Background: an optimization exercise with open tools, aiming at small area, a short achievable clock period and few clock cycles per item. Do not read the settings as production practice. Only simulation tests tie the RTL to the original design; equivalence was not proved.

[flow/config.mk]
export PLATFORM = sky130hd
export DESIGN_NAME = sector_check
export DESIGN_NICKNAME = sector_check
export VERILOG_FILES = /design/flow/design.v
export SDC_FILE = /design/flow/constraint.sdc
export NUM_CORES = 4
export LEC_CHECK = 0
export CAP_MARGIN = 20
export CORE_MARGIN = 2
export CORE_UTILIZATION = 40
export SLEW_MARGIN = 20
[flow/constraint.sdc]
create_clock -name core_clock -period 10.0 [get_ports {clk}]
set_input_delay 2.0000 -clock core_clock [delete_from_list [all_inputs] [get_ports {clk}]]
set_output_delay 2.0000 -clock core_clock [all_outputs]
set_load 0.01 [all_outputs]
[flow/design.v]
module sc_mulx #(parameter integer K = 1) (
    input  wire [15:0] a,
    output reg  [15:0] y
);
    integer i;
    always @* begin
        y = a;
        if (K >= 0) begin
            for (i = 0; i < K; i = i + 1)
                y = {y[14:0], 1'b0} ^ (y[15] ? 16'h100B : 16'h0000);
        end else begin
            for (i = 0; i < -K; i = i + 1)
                y = {1'b0, y[15:1]} ^ (y[0] ? 16'h8805 : 16'h0000);
        end
    end
endmodule
module sc_nstep (
    input  wire [127:0] c,
    input  wire [15:0]  f,
    input  wire         nb,
    output wire [127:0] n
);
    assign n[15:0] = c[15:0] ^ f;
    genvar k;
    generate
        for (k = 1; k < 7; k = k + 1) begin : g_k
            wire [15:0] m;
            sc_mulx #(.K(k)) u_m (.a(c[16*k +: 16]), .y(m));
            assign n[16*k +: 16] = m ^ (nb ? c[16*(k-1) +: 16] : 16'h0000);
        end
    endgenerate
    sc_mulx #(.K(7)) u_m7 (.a(c[127:112] ^ (nb ? c[111:96] : 16'h0000)), .y(n[127:112]));
endmodule
module sc_encoder (
    input  wire         clk,
    input  wire         step,      
    input  wire         first,     
    input  wire [63:0]  sym4,
    output reg  [127:0] state
);
    wire [127:0] a0 = first ? 128'd0 : state;
    wire [127:0] a1, a2, a3, a4;
    wire [127:0] b1, b2, b3, b4;
    sc_nstep u_a1 (.c(a0), .f(16'h0000), .nb(1'b1), .n(a1));
    sc_nstep u_a2 (.c(a1), .f(16'h0000), .nb(1'b1), .n(a2));
    sc_nstep u_a3 (.c(a2), .f(16'h0000), .nb(1'b1), .n(a3));
    sc_nstep u_a4 (.c(a3), .f(16'h0000), .nb(1'b1), .n(a4));
    sc_nstep u_b1 (.c(128'd0), .f(sym4[15:0]),  .nb(1'b1), .n(b1));
    sc_nstep u_b2 (.c(b1),     .f(sym4[31:16]), .nb(1'b1), .n(b2));
    sc_nstep u_b3 (.c(b2),     .f(sym4[47:32]), .nb(1'b1), .n(b3));
    sc_nstep u_b4 (.c(b3),     .f(sym4[63:48]), .nb(1'b1), .n(b4));
    always @(posedge clk)
        if (step)
            state <= a4 ^ b4;
endmodule
module sc_syndrome (
    input  wire         clk,
    input  wire         load,       
    input  wire [127:0] din,
    input  wire         pad,        
    input  wire [15:0]  sym,
    input  wire         conv,       
    input  wire [5:0]   act,
    input  wire         eval,       
    output reg  [127:0] p,
    output wire [15:0]  sum         
);
    wire [127:0] ps;
    sc_nstep u_ps (.c(p), .f(pad ? sym : 16'h0000), .nb(pad), .n(ps));
    wire [127:0] pc;
    genvar i;
    generate
        for (i = 0; i < 8; i = i + 1) begin : g_c
            wire [15:0] up = (i < 7) ? p[16*(i+1) +: 16] : 16'h0000;
            wire [15:0] xa, za, ya;
            sc_mulx #(.K(1))     u_x (.a(p[16*i +: 16]), .y(xa));
            assign za = xa ^ up;
            sc_mulx #(.K(5 - i)) u_y (.a(za), .y(ya));
            if (i < 6) begin : g_in
                wire [15:0] yi;
                sc_mulx #(.K(-(i + 1))) u_i (.a(p[16*i +: 16]), .y(yi));
                assign pc[16*i +: 16] = act[i] ? ya : yi;
            end else begin : g_act
                assign pc[16*i +: 16] = ya;
            end
        end
    endgenerate
    assign sum = p[15:0] ^ p[31:16] ^ p[47:32] ^ p[63:48] ^
                 p[79:64] ^ p[95:80] ^ p[111:96] ^ p[127:112];
    always @(posedge clk) begin
        if (load)
            p <= din;
        else if (pad || eval)
            p <= ps;
        else if (conv)
            p <= pc;
    end
endmodule
module sector_check (
    input  wire         clk,
    input  wire         rst,
    input  wire         in_valid,
    output wire         in_ready,
    input  wire [63:0]  in_data,
    input  wire         in_mode,
    output reg          out_valid,
    input  wire         out_ready,
    output reg  [127:0] out_data,
    output reg          out_zero
);
    reg  [5:0] bc;         
    reg        tmode;      
    reg        efull;      
    reg        irdy;
    reg  [4:0] fc;         
    reg        fmode;      
    reg        rok;        
    assign in_ready = irdy;
    wire in_fire  = in_valid && irdy && !rst;
    wire msg_beat = (bc < 6'd33);
    wire first    = (bc == 6'd0);
    wire cur_mode = first ? in_mode : tmode;
    wire last     = (bc == 6'd34) || ((bc == 6'd32) && !cur_mode);
    wire handoff  = efull && (fc == 5'd0) && !out_valid;
    wire pad_st   = (fc != 5'd0) && (fc <= 5'd8) && rok;
    wire conv_st  = (fc >= 5'd9) && (fc <= 5'd15);
    wire eval_st  = fmode && (fc >= 5'd16);
    wire copy_st  = !fmode && (fc == 5'd16);
    wire finish   = copy_st || (fc == 5'd23);
    wire [127:0] est;
    sc_encoder u_eng (
        .clk(clk), .step(in_fire && msg_beat), .first(first),
        .sym4(in_data), .state(est)
    );
    wire [5:0] act;
    genvar gi;
    generate
        for (gi = 0; gi < 6; gi = gi + 1) begin : g_act
            assign act[gi] = (fc >= 5'd15 - gi);
        end
    endgenerate
    wire [127:0] p;
    wire [15:0]  s;
    sc_syndrome u_fin (
        .clk(clk), .load(handoff), .din(est),
        .pad(pad_st), .sym(fmode ? out_data[15:0] : 16'h0000),
        .conv(conv_st), .act(act), .eval(eval_st),
        .p(p), .sum(s)
    );
    wire [63:0] rev_in = {in_data[15:0], in_data[31:16], in_data[47:32], in_data[63:48]};
    wire [5:0] bc_n    = in_fire ? (last ? 6'd0 : bc + 6'd1) : bc;
    wire       efull_n = (efull && !handoff) || (in_fire && bc == 6'd32);
    reg  [4:0] fc_n;
    always @* begin
        if (handoff)
            fc_n = 5'd1;
        else if (fc == 5'd0 || finish)
            fc_n = 5'd0;
        else if (fc <= 5'd8 && !rok)
            fc_n = fc;
        else
            fc_n = fc + 5'd1;
    end
    wire ov_n = finish || (out_valid && !out_ready);
    always @(posedge clk) begin
        if (rst) begin
            bc        <= 6'd0;
            efull     <= 1'b0;
            irdy      <= 1'b1;
            fc        <= 5'd0;
            out_valid <= 1'b0;
        end else begin
            bc        <= bc_n;
            efull     <= efull_n;
            irdy      <= !efull_n || (fc_n == 5'd0 && !ov_n);
            fc        <= fc_n;
            out_valid <= ov_n;
        end
    end
    always @(posedge clk) begin
        if (in_fire && first)
            tmode <= in_mode;
        if (handoff) begin
            fmode <= tmode;
            rok   <= !tmode;
        end else if (in_fire && bc == 6'd34) begin
            rok   <= 1'b1;
        end
    end
    always @(posedge clk) begin
        if (in_fire && bc == 6'd33)
            out_data[127:64] <= rev_in;
        else if (in_fire && bc == 6'd34)
            out_data[63:0] <= rev_in;
        else if (copy_st)
            out_data <= p;
        else if ((pad_st && fmode) || eval_st)
            out_data <= {s, out_data[127:16]};
    end
    always @(posedge clk) begin
        if (copy_st)
            out_zero <= (p == 128'd0);
        else if (eval_st)
            out_zero <= (fc == 5'd16 || out_zero) && (s == 16'h0000);
    end
endmodule
[flow/run.sh]
#!/bin/bash
# synth_recipe.tcl (not shown) runs the flow's synth.tcl, then flattens the netlist and writes it again
# the make line also repeats each setting of config.mk as NAME=value (left out here)
make -C /OpenROAD-flow-scripts/flow DESIGN_CONFIG=/design/flow/config.mk WORK_HOME=/design/flow/orfs CLKGATE_MAP_FILE= SYNTH_SCRIPT=/design/flow/synth_recipe.tcl finish
==> run summary <==
## flip-flops by register name, indices dropped and copies added (netlist names), 5 cells and up
name and count:
bc 6, fc 5, out_data 128, u_eng.state 128, u_fin.p 128
## per-stage QoR
stage	utilization [%]	worst slack (ns)	cell area (sq um)	hold slack, ns
global placement	43.6	4.74	36400	0.505
CTS	45.5	4.91	38000	0.519
global route	45.5	4.61	38000	0.566
detailed placement	43.6	4.70	36400	0.512
floorplan	-	2.11	33700	0.450
finish	45.5	4.92	38000	0.518
## layer usage
metal / up-vias / track usage (%)
li1: 12200 / -
met1: 13700 / 43.5
met2: 1869 / 49.2
met3: 391 / 9.56
met4: 14 / 15.3
met5: - / 0
## cells in the mapped netlist (8+ instances only)
master    instances
o21ai_0         156
nor4_1           17
nand4_1          14
buf_2            16
a31oi_1         159
buf_1            31
clkbuf_1        268
xor2_1          321
nor2_1          311
a21oi_1         113
edfxtp_1        388
o211ai_1         22
xnor3_1          53
nor3_1           15
nand3_1          14
xnor2_1         936
a211oi_1         62
nand2_1         533
mux2i_1           8
o22ai_1          22
ha_1             23
a22oi_1          15
nor4b_1          11
dfxtp_1          14
inv_1            41
## worst reg2reg max path, stage by stage (launching register included)
cell and delay, ns:
dfxtp_1 0.47, inv_1 0.13, ha_1 0.21, nand2b_1 0.11, nor2_1 0.13, nor4bb_4 0.36, buf_12 0.53, a21o_4 0.72
nor2_1 0.11, buf_4 0.25, nand2_4 0.73, buf_4 0.88
## area by class of cell
class | instances | area (sq um) | share of cell area (%)
inverter | 41 | 156 | 0.412
timing repair buffer | 264 | 2490 | 6.56
tap | 1080 | 1350 | 3.56
multi-input combinational | 2881 | 20500 | 53.9
clock inverter | 27 | 323 | 0.850
clock buffer | 57 | 1260 | 3.31
sequential | 402 | 11900 | 31.4
## worst paths after layout
path / cells past startpoint / endpoint / slack (ns) / start
worst max-delay path: 11 / u_fin.p[72]$_DFFE_PP_ / 4.92 / fc[0]$_SDFF_PP0_
worst min-delay path: 2 / bc[1]$_SDFFE_PP0P_ / 0.52 / bc[1]$_SDFFE_PP0P_
worst max register to register: 11 / u_fin.p[72]$_DFFE_PP_ / 4.92 / fc[0]$_SDFF_PP0_
worst min register to register: 2 / bc[1]$_SDFFE_PP0P_ / 0.52 / bc[1]$_SDFFE_PP0P_
## placed cells by master, fill, tap and decap left out, types with 5 or more instances in the layout
cell / instances
clkdlybuf4s50_1: 199
xor3_1: 7
edfxtp_1: 388
inv_1: 40
xnor2_1: 936
nand3_1: 13
xnor3_2: 6
clkinv_1: 10
a31oi_1: 158
a22oi_1: 15
clkbuf_16: 49
nor2_1: 309
mux2i_1: 8
bufinv_16: 6
xnor3_1: 53
nor4b_1: 11
a211oi_1: 61
clkinv_2: 5
a21oi_1: 111
ha_1: 23
nor4_1: 17
o21ai_0: 156
nand4_1: 14
o211ai_1: 22
clkbuf_1: 8
and2_1: 7
o22ai_1: 22
nor3_1: 15
xor2_1: 321
nand2_1: 529
buf_4: 64
dfxtp_1: 14
## kinds of logic (layout without fill, tap and decap cells)
logic type,after synthesis,count (layout),share of synthesized area [%]
and+or+nand+nor,946,946,11.4
xor gates and xnor gates,1334,1334,37.9
AOI/OAI and AO/OA,570,570,10.1
buffers and inverters,361,389,4.14
DFF,402,402,35.4
muxes,8,8,0.238
adders and majority gates,23,23,0.855
==> run summary <==
status=no timing/DRC/antenna violations; ys async rst share=0%; dpl hpwl=111000 um; Antenna Cells=0; CP max-delay cell=buf_4; Total GRT Usage=32.8%; Skew-Pair Late Insertion Delay=0.65 ns; root buffer cell=clkbuf_16; Syn Nets=3736; Mean Syn Cell Area=9.24 sq um; crit-path max cell delay=0.86 ns; clk_skew=0.0518 ns; WP buf/inv=4; main flop type after synthesis=edfxtp_1; unrepaired setup endpoints after global routing=false; starting density of the core=40.3%; Synth Register Bits=402; GRT Residual Overflow=0; CP arrival=5.30 ns; min cycle time layout=5.08 ns; vias in the first global route=25800; count of final setup violators=0; DR WL met2=63200 um; critical path endpoint category=flip-flop; TritonCTS Buffers=49; Port Buffers=199; Syn Inst Count=3644; via count=28100; DR pass1 iterations=6; max_cap viols=0; Synth cell types=61; Slew headroom=28.3%; first-pass GRT wire length=200000 um; Peak Freq=0.197 GHz; max layer used=met5; post-CTS sizing=0; Area Growth Syn to Fin=12.8%; pin count of the biggest net entering global routing=145; setup TNS=0 ns; Synth area leader=edfxtp_1; Final Non-Filler Cells=4752; Startpoint Class=flip-flop; number of flops mapped to enable cells by yosys=388; Synth warnings=17; cells along the critical path=inv_1 > ha_1 > nand2b_1 > nor2_1 > nor4bb_4 > buf_12 > a21o_4 > nor2_1 > buf_4 > nand2_4 > buf_4; number of remaining DRC errors=0; CP Max Fanout=144; # rows=106; Cell Area, Synth=0.0337 sq mm; final wirelength=146000 um; hold crit path type=flip-flop to flip-flop; clock sinks=402; CTS tree=yes; Max Buffers Root-to-Sink=3; nets=3731; fill count=8097; share of post-route cells with drive strength above 1=4.71%; required time of the critical path=10.23 ns; Post-CTS Hold Buffers=0; Final Max Tran Viols=0; Clock Pin Slew Worst Setup and Hold Paths=0.06 ns; met3 routed WL=18900 um; Die W=294 um; antenna violations before repair=11; crit share post-route=50.8%; post-route antenna net violation count=0; DIE AREA=0.0865 sq mm; DR WL/cell=30.7 um; DR iter-0 viols=4209; worst setup path category=flip-flop to flip-flop; RD Place Congestion=1.05; vias per cell=5.91; die outline height=294 um; M1 WL=55300 um; Worst path top cell family by delay=buffers and inverters; setup bufs post-CTS=0; IO Pins=200; H-tree depth=2; Worst-Margin Slew=1.07 ns; Seq/Total Area, Yosys=35.4%; top cell type's share of synthesized area=34.6%; final count of hold timing violations=0; core area=0.0836 sq mm; Area contributors post-synth=edfxtp_1 35%, xnor2_1 24%, xor2_1 8.3%; placed cell count=4668
Testbench counts, summed over its fixed seeds: cycles 11,034, items 320.

## separate check: timing with driven ports
How much do the figures lean on ideal ports? The routed layout below was timed once more, with nothing changed but the port constraints. Step 1, drivers: a clkbuf_16 drives clk and a buf_2 each remaining input, both assumed. Step 2 times the ports against the registers' clock, not the clock port: input delays grow and output delays shrink by t, the midpoint of the rising clock arrivals with the driver on. Three values: ideal, step 1, step 2; two values: the first two.
shift t [ns]: 0.696
setup WS [ns]: 4.923 / 4.923 / 4.618
worst setup path at the end: input to register
clock arrival spread, ns: 0.052 / 0.051
cell pins on the clock port's net: 1
After both steps setup and hold are still met in this run. For this run, drivers alone change the setup slack by 0.000 ns; drivers and shift together by -0.305 ns.
